This is an optimization exercise on Yosys and OpenROAD, whose aim is small area, a short achievable clock period and few clock cycles, not a production implementation.
In this exercise RTL edits were held to simulation tests only and were not proved equivalent to the original.

==> flow/design.v <==
module lpe_fixed_law (
    input  wire        clk,
    input  wire        rst,          
    input  wire        cfg_we,
    input  wire [4:0]  cfg_addr,
    input  wire [31:0] cfg_wdata,
    input  wire [4:0]  cfg_sh,
    input  wire        clr,
    input  wire        start,
    input  wire        held,
    input  wire [31:0] r_in,
    input  wire [31:0] y_in,
    output wire        ready,
    output wire        done,
    output wire [31:0] u_out,
    output wire        sat_out,
    output wire        rate_out,
    output wire        accsat_out
);
    localparam [3:0] S_IDLE = 4'd0,
                     S_BQ   = 4'd1,    
                     S_BQW  = 4'd2,    
                     S_P    = 4'd3,
                     S_I    = 4'd4,
                     S_IU   = 4'd5,
                     S_D    = 4'd6,
                     S_FF   = 4'd7,
                     S_LIM  = 4'd8,
                     S_DONE = 4'd9;
    localparam signed [66:0] MAX32 = 67'sd2147483647;
    localparam signed [66:0] MIN32 = -67'sd2147483648;
    reg [24*32-1:0] coef_c;      
    reg [24*5-1:0]  coef_sh;     
    reg [31:0]      i_lim;
    reg [2:0]       nbq;
    reg [31:0]      out_min;
    reg [31:0]      out_max;
    reg [31:0]      rate_max;
    reg [31:0]      out_init;
    reg             fb_phase;
    reg [4*32-1:0]  x1_v, x2_v, w1_v, w2_v;
    reg [31:0]      integ;
    reg [31:0]      v_prev;
    reg [31:0]      prev_out;
    reg             lim_hi, lim_lo;
    reg [3:0]          state;
    reg [1:0]          s;         
    reg [2:0]          k;         
    reg [31:0]         x;         
    reg [31:0]         r_q;
    reg signed [66:0]  acc;
    reg signed [63:0]  it_q;      
    reg [31:0]         u_q;
    reg                sat_q, rate_q, accsat_q;
    assign ready      = (state == S_IDLE);
    assign done       = (state == S_DONE);
    assign u_out      = u_q;
    assign sat_out    = sat_q;
    assign rate_out   = rate_q;
    assign accsat_out = accsat_q;
    wire signed [32:0] diff  = $signed({r_in[31], r_in}) - $signed({y_in[31], y_in});
    wire [31:0] e_sat = (diff > 33'sd2147483647)  ? 32'h7fff_ffff :
                        (diff < -33'sd2147483648) ? 32'h8000_0000 : diff[31:0];
    wire [31:0] e_val = fb_phase ? diff[31:0] : e_sat;
    reg  [4:0]         rec;       
    reg  signed [32:0] opnd;      
    reg                neg;       
    always @(*) begin
        rec  = 5'd0;
        opnd = 33'sd0;
        neg  = 1'b0;
        case (state)
            S_BQ: begin
                rec = s * 5 + k;
                case (k)
                    3'd0: opnd = $signed({x[31], x});
                    3'd1: opnd = $signed({x1_v[s*32+31], x1_v[s*32 +: 32]});
                    3'd2: opnd = $signed({x2_v[s*32+31], x2_v[s*32 +: 32]});
                    3'd3: begin opnd = $signed({w1_v[s*32+31], w1_v[s*32 +: 32]}); neg = 1'b1; end
                    default: begin opnd = $signed({w2_v[s*32+31], w2_v[s*32 +: 32]}); neg = 1'b1; end
                endcase
            end
            S_P:  begin rec = 5'd20; opnd = $signed({x[31], x}); end
            S_I:  begin rec = 5'd21; opnd = $signed({x[31], x}); end
            S_D:  begin rec = 5'd22; opnd = $signed({x[31], x}) - $signed({v_prev[31], v_prev}); end
            S_FF: begin rec = 5'd23; opnd = $signed({r_q[31], r_q}); end
            default: ;
        endcase
    end
    wire signed [31:0] coef  = coef_c[rec*32 +: 32];
    wire        [4:0]  shamt = coef_sh[rec*5 +: 5];
    wire signed [64:0] prod  = coef * opnd;
    wire signed [63:0] term  = $signed(prod[63:0]) >>> shamt;
    wire signed [66:0] acc_add = neg ? acc - term : acc + term;
    wire        acc_ovf = (acc > MAX32) || (acc < MIN32);
    wire [31:0] acc_sat = (acc > MAX32) ? 32'h7fff_ffff :
                          (acc < MIN32) ? 32'h8000_0000 : acc[31:0];
    wire signed [65:0] i_sum  = $signed(integ) + it_q;
    wire signed [65:0] i_pos  = $signed({34'd0, i_lim});
    wire signed [65:0] i_neg  = -i_pos;
    wire [31:0] i_clamped = (i_sum > i_pos) ? i_lim :
                            (i_sum < i_neg) ? i_neg[31:0] : i_sum[31:0];
    wire        i_hold = (lim_hi && it_q > 64'sd0) || (lim_lo && it_q < 64'sd0);
    wire [31:0] i_new  = i_hold ? integ : i_clamped;
    wire [31:0] u_law = acc_sat;
    wire [31:0] u1 = ($signed(u_law) > $signed(out_max)) ? out_max :
                     ($signed(u_law) < $signed(out_min)) ? out_min : u_law;
    wire signed [32:0] r_hi = $signed({prev_out[31], prev_out}) + $signed({1'b0, rate_max});
    wire signed [32:0] r_lo = $signed({prev_out[31], prev_out}) - $signed({1'b0, rate_max});
    wire [31:0] b_hi = (r_hi > 33'sd2147483647)  ? 32'h7fff_ffff : r_hi[31:0];
    wire [31:0] b_lo = (r_lo < -33'sd2147483648) ? 32'h8000_0000 : r_lo[31:0];
    wire [31:0] u2 = (rate_max == 32'd0)                ? u1 :
                     ($signed(u1) > $signed(b_hi))      ? b_hi :
                     ($signed(u1) < $signed(b_lo))      ? b_lo : u1;
    always @(posedge clk) begin
        if (rst) begin
            coef_c   <= 0;
            coef_sh  <= 0;
            i_lim    <= 0;
            nbq      <= 0;
            out_min  <= 0;
            out_max  <= 0;
            rate_max <= 0;
            out_init <= 0;
            fb_phase <= 0;
            x1_v     <= 0;
            x2_v     <= 0;
            w1_v     <= 0;
            w2_v     <= 0;
            integ    <= 0;
            v_prev   <= 0;
            prev_out <= 0;
            lim_hi   <= 0;
            lim_lo   <= 0;
            state    <= S_IDLE;
            s        <= 0;
            k        <= 0;
            x        <= 0;
            r_q      <= 0;
            acc      <= 0;
            it_q     <= 0;
            u_q      <= 0;
            sat_q    <= 0;
            rate_q   <= 0;
            accsat_q <= 0;
        end else begin
            case (state)
                S_IDLE: begin
                    if (cfg_we) begin
                        case (cfg_addr)
                            5'd24: i_lim    <= {1'b0, cfg_wdata[30:0]};
                            5'd25: nbq      <= cfg_wdata[2:0];
                            5'd26: out_min  <= cfg_wdata;
                            5'd27: out_max  <= cfg_wdata;
                            5'd28: rate_max <= {1'b0, cfg_wdata[30:0]};
                            5'd29: out_init <= cfg_wdata;
                            5'd30: fb_phase <= cfg_wdata[0];
                            5'd31: ;
                            default: begin
                                coef_c[cfg_addr*32 +: 32] <= cfg_wdata;
                                coef_sh[cfg_addr*5 +: 5]  <= cfg_sh;
                            end
                        endcase
                    end else if (clr) begin
                        x1_v     <= 0;
                        x2_v     <= 0;
                        w1_v     <= 0;
                        w2_v     <= 0;
                        integ    <= 0;
                        v_prev   <= 0;
                        lim_hi   <= 0;
                        lim_lo   <= 0;
                        prev_out <= out_init;
                    end else if (start) begin
                        sat_q    <= 0;
                        rate_q   <= 0;
                        accsat_q <= 0;
                        if (held) begin
                            u_q   <= prev_out;
                            state <= S_DONE;
                        end else begin
                            x     <= e_val;
                            r_q   <= r_in;
                            acc   <= 0;
                            s     <= 0;
                            k     <= 0;
                            state <= (nbq == 3'd0) ? S_P : S_BQ;
                        end
                    end
                end
                S_BQ: begin
                    acc <= acc_add;
                    if (k == 3'd4) begin
                        k     <= 0;
                        state <= S_BQW;
                    end else begin
                        k <= k + 3'd1;
                    end
                end
                S_BQW: begin
                    x2_v[s*32 +: 32] <= x1_v[s*32 +: 32];
                    x1_v[s*32 +: 32] <= x;
                    w2_v[s*32 +: 32] <= w1_v[s*32 +: 32];
                    w1_v[s*32 +: 32] <= acc_sat;
                    x        <= acc_sat;
                    accsat_q <= accsat_q | acc_ovf;
                    acc      <= 0;
                    if ({1'b0, s} + 3'd1 == nbq) begin
                        state <= S_P;
                    end else begin
                        s     <= s + 2'd1;
                        state <= S_BQ;
                    end
                end
                S_P: begin
                    acc   <= acc_add;
                    state <= S_I;
                end
                S_I: begin
                    it_q  <= term;
                    state <= S_IU;
                end
                S_IU: begin
                    integ <= i_new;
                    acc   <= acc + $signed(i_new);
                    state <= S_D;
                end
                S_D: begin
                    acc    <= acc_add;
                    v_prev <= x;
                    state  <= S_FF;
                end
                S_FF: begin
                    acc   <= acc_add;
                    state <= S_LIM;
                end
                S_LIM: begin
                    u_q      <= u2;
                    sat_q    <= (u1 != u_law);
                    rate_q   <= (u2 != u1);
                    accsat_q <= accsat_q | acc_ovf;
                    prev_out <= u2;
                    lim_hi   <= $signed(u2) < $signed(u_law);
                    lim_lo   <= $signed(u2) > $signed(u_law);
                    state    <= S_DONE;
                end
                S_DONE: begin
                    state <= S_IDLE;
                end
                default: state <= S_IDLE;
            endcase
        end
    end
endmodule
==> flow/run.sh <==
#!/bin/bash
# synth_recipe.tcl (not shown) runs the flow's synth.tcl, then flattens the netlist and writes it again
# the make line also repeats each setting of config.mk as NAME=value (left out here)
make -C /OpenROAD-flow-scripts/flow DESIGN_CONFIG=/design/flow/config.mk WORK_HOME=/design/flow/orfs CLKGATE_MAP_FILE= SYNTH_SCRIPT=/design/flow/synth_recipe.tcl finish
==> flow/config.mk <==
export PLATFORM = sky130hd
export DESIGN_NAME = lpe_fixed_law
export DESIGN_NICKNAME = lpe_fixed_law
export VERILOG_FILES = /design/flow/design.v
export SDC_FILE = /design/flow/constraint.sdc
export NUM_CORES = 4
export LEC_CHECK = 0
export CAP_MARGIN = 20
export CELL_PAD_IN_SITES_DETAIL_PLACEMENT = 1
export CELL_PAD_IN_SITES_GLOBAL_PLACEMENT = 2
export CORE_MARGIN = 2
export CORE_UTILIZATION = 35
export PLACE_DENSITY = 0.5
export SLEW_MARGIN = 20
==> flow/constraint.sdc <==
create_clock -name core_clock -period 25.0 [get_ports {clk}]
set_input_delay 5.0000 -clock core_clock [delete_from_list [all_inputs] [get_ports {clk}]]
set_output_delay 5.0000 -clock core_clock [all_outputs]
set_load 0.01 [all_outputs]
==> run summary <==
slowest stage delay, CP 0.86 ns; Setup Buffers After CTS 0; post-synth net total 21300; Crit path top cell by count sky130_fd_sc_hd__fa_1; YS warnings 1; timing-limited maximum frequency 45.3 MHz; worst-skew pair later-pin latency 1.00 ns; peak fanout along the critical path 53; number of flops mapped to enable cells by yosys 0; startpoint type of the worst setup path flop; DRT antenna net count 0; area of the mapped netlist 0.150 sq mm; average detailed-routed wire length per instance 30.0 microns; post-synthesis average cell area 7.76 sq um; routed via count 144000; # hold bufs at CTS 0; initial core utilization 35.2%; setup skew after layout 0.107 ns; CTS sink cnt 1899; RSZ-0062 raised after global routing false; drt first-iter violations 12200; share of post-route cells with drive strength above 1 7.08%; first-pass GRT wire length 1070000 microns; Slew Limit Fails 0; period utilisation layout 88.3%; Remaining DRCs 0; number of synthesized register bits 1899; design area 0.166 sq mm; XOR/XNOR Fraction of Synth Area 2.34%; sequential area share after synthesis 25.3%; compound-cell area share of the yosys netlist 19.7%; number of iterations in the first detailed-routing pass 6; area used by sequential logic in the layout 0.0380 sq mm; path class of the lowest-slack min-delay path reg2reg; post-synthesis cell count 19400; Synth top area share 25.3%; clock transition time at the flip-flop clock pins of the worst setup and hold paths 0.06 ns; largest cells by area after synthesis sky130_fd_sc_hd__dfxtp_1 25%, sky130_fd_sc_hd__fa_1 15%, sky130_fd_sc_hd__nand2_1 9.7%, sky130_fd_sc_hd__ha_1 6.0%, sky130_fd_sc_hd__a21oi_1 5.4%; number of buffers inserted by port buffering 148; worst path arrival time 22.91 ns; area of combinational cells with multiple inputs 0.103 sq mm; dominant synthesized flop cell sky130_fd_sc_hd__dfxtp_1; required time at the worst-slack endpoint 25.83 ns; overall die height 659 microns; run status timing/DRC/antenna clean; maximum level of the CTS H-tree 4; number of buffers on the longest clock path 4; routability congestion estimate from global placement 0.952; largest net degree at the start of global routing 196; dominant combinational cell family by area after synthesis simple AND/OR/NAND/NOR gates; row count 240; Slowest cell on crit path sky130_fd_sc_hd__a21oi_4; half-perimeter wire length of the detailed placement result 533000 microns; multiplexer area fraction after synthesis 3.53%; Post-Synth Simple-Gate Area 21.2%; Total Die Area 0.435 sq mm; share of synthesized cell area in full adder, half adder and majority cells 20.8%; vias in the first global route 144000; startpoint-to-endpoint class of the critical path reg2reg; # setup viols final 0; Max Cap Viol 0; global-route usage over all layers 33.2%; total clock buffers created by CTS 238; worst slew slack as a fraction of its limit 19.0%; final hold viol count 0; I/O pins 149; Least-Margin Pin Slew 1.21 ns; synthesis-to-layout area growth 10.6%; Sum Neg Setup Slack 0 ns; r2r setup slk 2.92 ns; number of antenna violations at the first check in global routing 53; CTS tree done; count of instances resized after the clock tree is built 0; area of the placeable core 0.428 sq mm; time the final worst path needs with I/O delays and setup 22.08 ns; Horiz. Die Dim 659 microns; asr flop ratio synth 0%; global-route congestion overflow total 0; total wirelength of the detailed-routed design 740000 microns; post-synthesis cell type with the largest combined area sky130_fd_sc_hd__dfxtp_1; Total Nets Final 20700; area after detailed placement 0.158 sq mm; element type at the critical path end flop; count of filler cells inserted in the layout 51300; Cell variety after synth 108; detailed-route vias per instance 5.85; clock tree root driver cell sky130_fd_sc_hd__clkbuf_16
[cell usage in the layout, fill, tap and decap left out, types with 115 or more instances in the layout]
master	synthesis	final
sky130_fd_sc_hd__mux2i_1	192	192
sky130_fd_sc_hd__ha_1	720	719
sky130_fd_sc_hd__nor2_1	1982	1957
sky130_fd_sc_hd__a22oi_1	667	667
sky130_fd_sc_hd__a211oi_1	206	203
sky130_fd_sc_hd__nand2_1	3883	3866
sky130_fd_sc_hd__o21ai_0	440	436
sky130_fd_sc_hd__xnor2_1	299	299
sky130_fd_sc_hd__clkbuf_16	0	239
sky130_fd_sc_hd__clkdlybuf4s50_1	0	115
sky130_fd_sc_hd__nand4_1	170	170
sky130_fd_sc_hd__a21o_1	356	352
sky130_fd_sc_hd__nor3_1	223	213
sky130_fd_sc_hd__and3_1	166	161
sky130_fd_sc_hd__mux4_2	130	130
sky130_fd_sc_hd__dfxtp_1	1899	1897
sky130_fd_sc_hd__buf_4	13	478
sky130_fd_sc_hd__nand3_1	517	512
sky130_fd_sc_hd__fa_1	1110	1109
sky130_fd_sc_hd__a21oi_1	1628	1606
sky130_fd_sc_hd__inv_1	1330	1328
sky130_fd_sc_hd__a311oi_1	209	207
[sequential cells by signal, summed over array words and instances, names as in the netlist, 64 cells and up]
register,cells
coef_sh,120
x2_v,128
coef_c,768
it_q,64
w2_v,128
w1_v,128
acc,67
x1_v,128
[per-layer routing]
| layer | up-vias | global-route usage, % | wire length, microns |
|---|---|---|---|
| li1 | 64800 | - | - |
| met1 | 74800 | 49.4 | 358000 |
| met2 | 3920 | 49.8 | 315000 |
| met3 | 773 | 3.88 | 41500 |
| met4 | 34 | 9.91 | 25400 |
| met5 | - | 0.111 | 275 |
[logic make-up (layout without fill, tap and decap cells)]
| group | count (synthesis) | count (layout) |
|---|---|---|
| AO/OA/AOI/OAI | 4509 | 4509 |
| multiplexers | 362 | 362 |
| flip-flops | 1899 | 1899 |
| adder cells (fa/ha/maj) | 1830 | 1830 |
| buffers and inverters | 2820 | 2427 |
| AND/OR/NAND/NOR | 7552 | 7552 |
| other | 0 | 11 |
| XOR/XNOR | 402 | 402 |
[worst max-delay path: cells and delay by family, from the launching register on]
kind                       cells  cell delay, ns
and+or+nand+nor               16            4.19
DFF                            1            0.56
xor gates and xnor gates       2            0.23
AOI/OAI and AO/OA             25            8.79
adders and majority gates     13            6.27
buffers and inverters          4            1.74
[path summary, 6_finish.rpt]
check	end	depth (start not counted)	startpoint
min	prev_out[5]	2	out_init[5]
max	acc[65]	60	s[1]
max reg2reg	acc[65]	60	s[1]
min reg2reg	prev_out[5]	2	out_init[5]
[cell type report]
cell class / instances / share of cell area, %
Multi-Input combinational cell: 14700 / 61.8
Tap cell: 5687 / 4.28
Inverter: 1345 / 3.04
Clock inverter: 97 / 0.773
Sequential cell: 1899 / 22.9
Antenna cell: 11 / 0.0166
Timing Repair Buffer: 642 / 3.13
Clock buffer: 343 / 4.13
[metrics by stage]
| stage | hold slack (ns) | worst slack (ns) | utilization [%] | cells |
|---|---|---|---|---|
| after detailed placement | 0.444 | 3.33 | 37.0 | 24200 |
| after CTS | 0.423 | 3.26 | 38.9 | 24700 |
| after floorplan | 0.432 | 7.44 | - | 19400 |
| after global placement | 0.439 | 3.32 | 36.9 | 24200 |
| final | 0.428 | 2.92 | 38.9 | 24700 |
| after global routing | 0.469 | 2.15 | 38.9 | 24700 |
[Yosys cell counts, drive strengths merged (103+ instances only)]
library cell and number:
nor3 225, a21oi 1633, buf 189, nand2b 109, nand3 517, a22oi 670
a311oi 209, xnor2 299, xor2 103, clkbuf 1286, nand2 3886, nor2 1984
o21ai 464, a211oi 207, mux2i 192, and3 166, dfxtp 1899, mux4 130
fa 1110, a31oi 123, ha 720, a221oi 114, nand4 170, a21o 356
inv 1331
Testbench counts, summed over its fixed seeds: cycles 44,794.

-- port drivers added, routing unchanged --
How much do the figures lean on ideal ports? The routed layout below was timed once more, with nothing changed but the port constraints.
Step 1 sets driving cells, clkbuf_16 on the clock port and buf_2 on the other inputs (assumed; they add their load-dependent delay and slew).
Step 2 adds t to the input delays and takes it off the output delays; t is the mean of the earliest and latest rising clock arrival at the registers after step 1. Input paths then give back, and output paths get back, about the clock's delay inside the block.
Three values: ideal ports, drivers, drivers and shift; two values: the first two.
shift t [ns]: 1.073
setup WS [ns]: 2.922 / 2.922 / 2.922
worst slew at a driven data input, ns: 0.26
pins driven straight from the clock port: 1
After both steps this run still meets setup and hold. For this run, drivers alone change the setup slack by 0.000 ns; drivers and shift together by 0.000 ns.
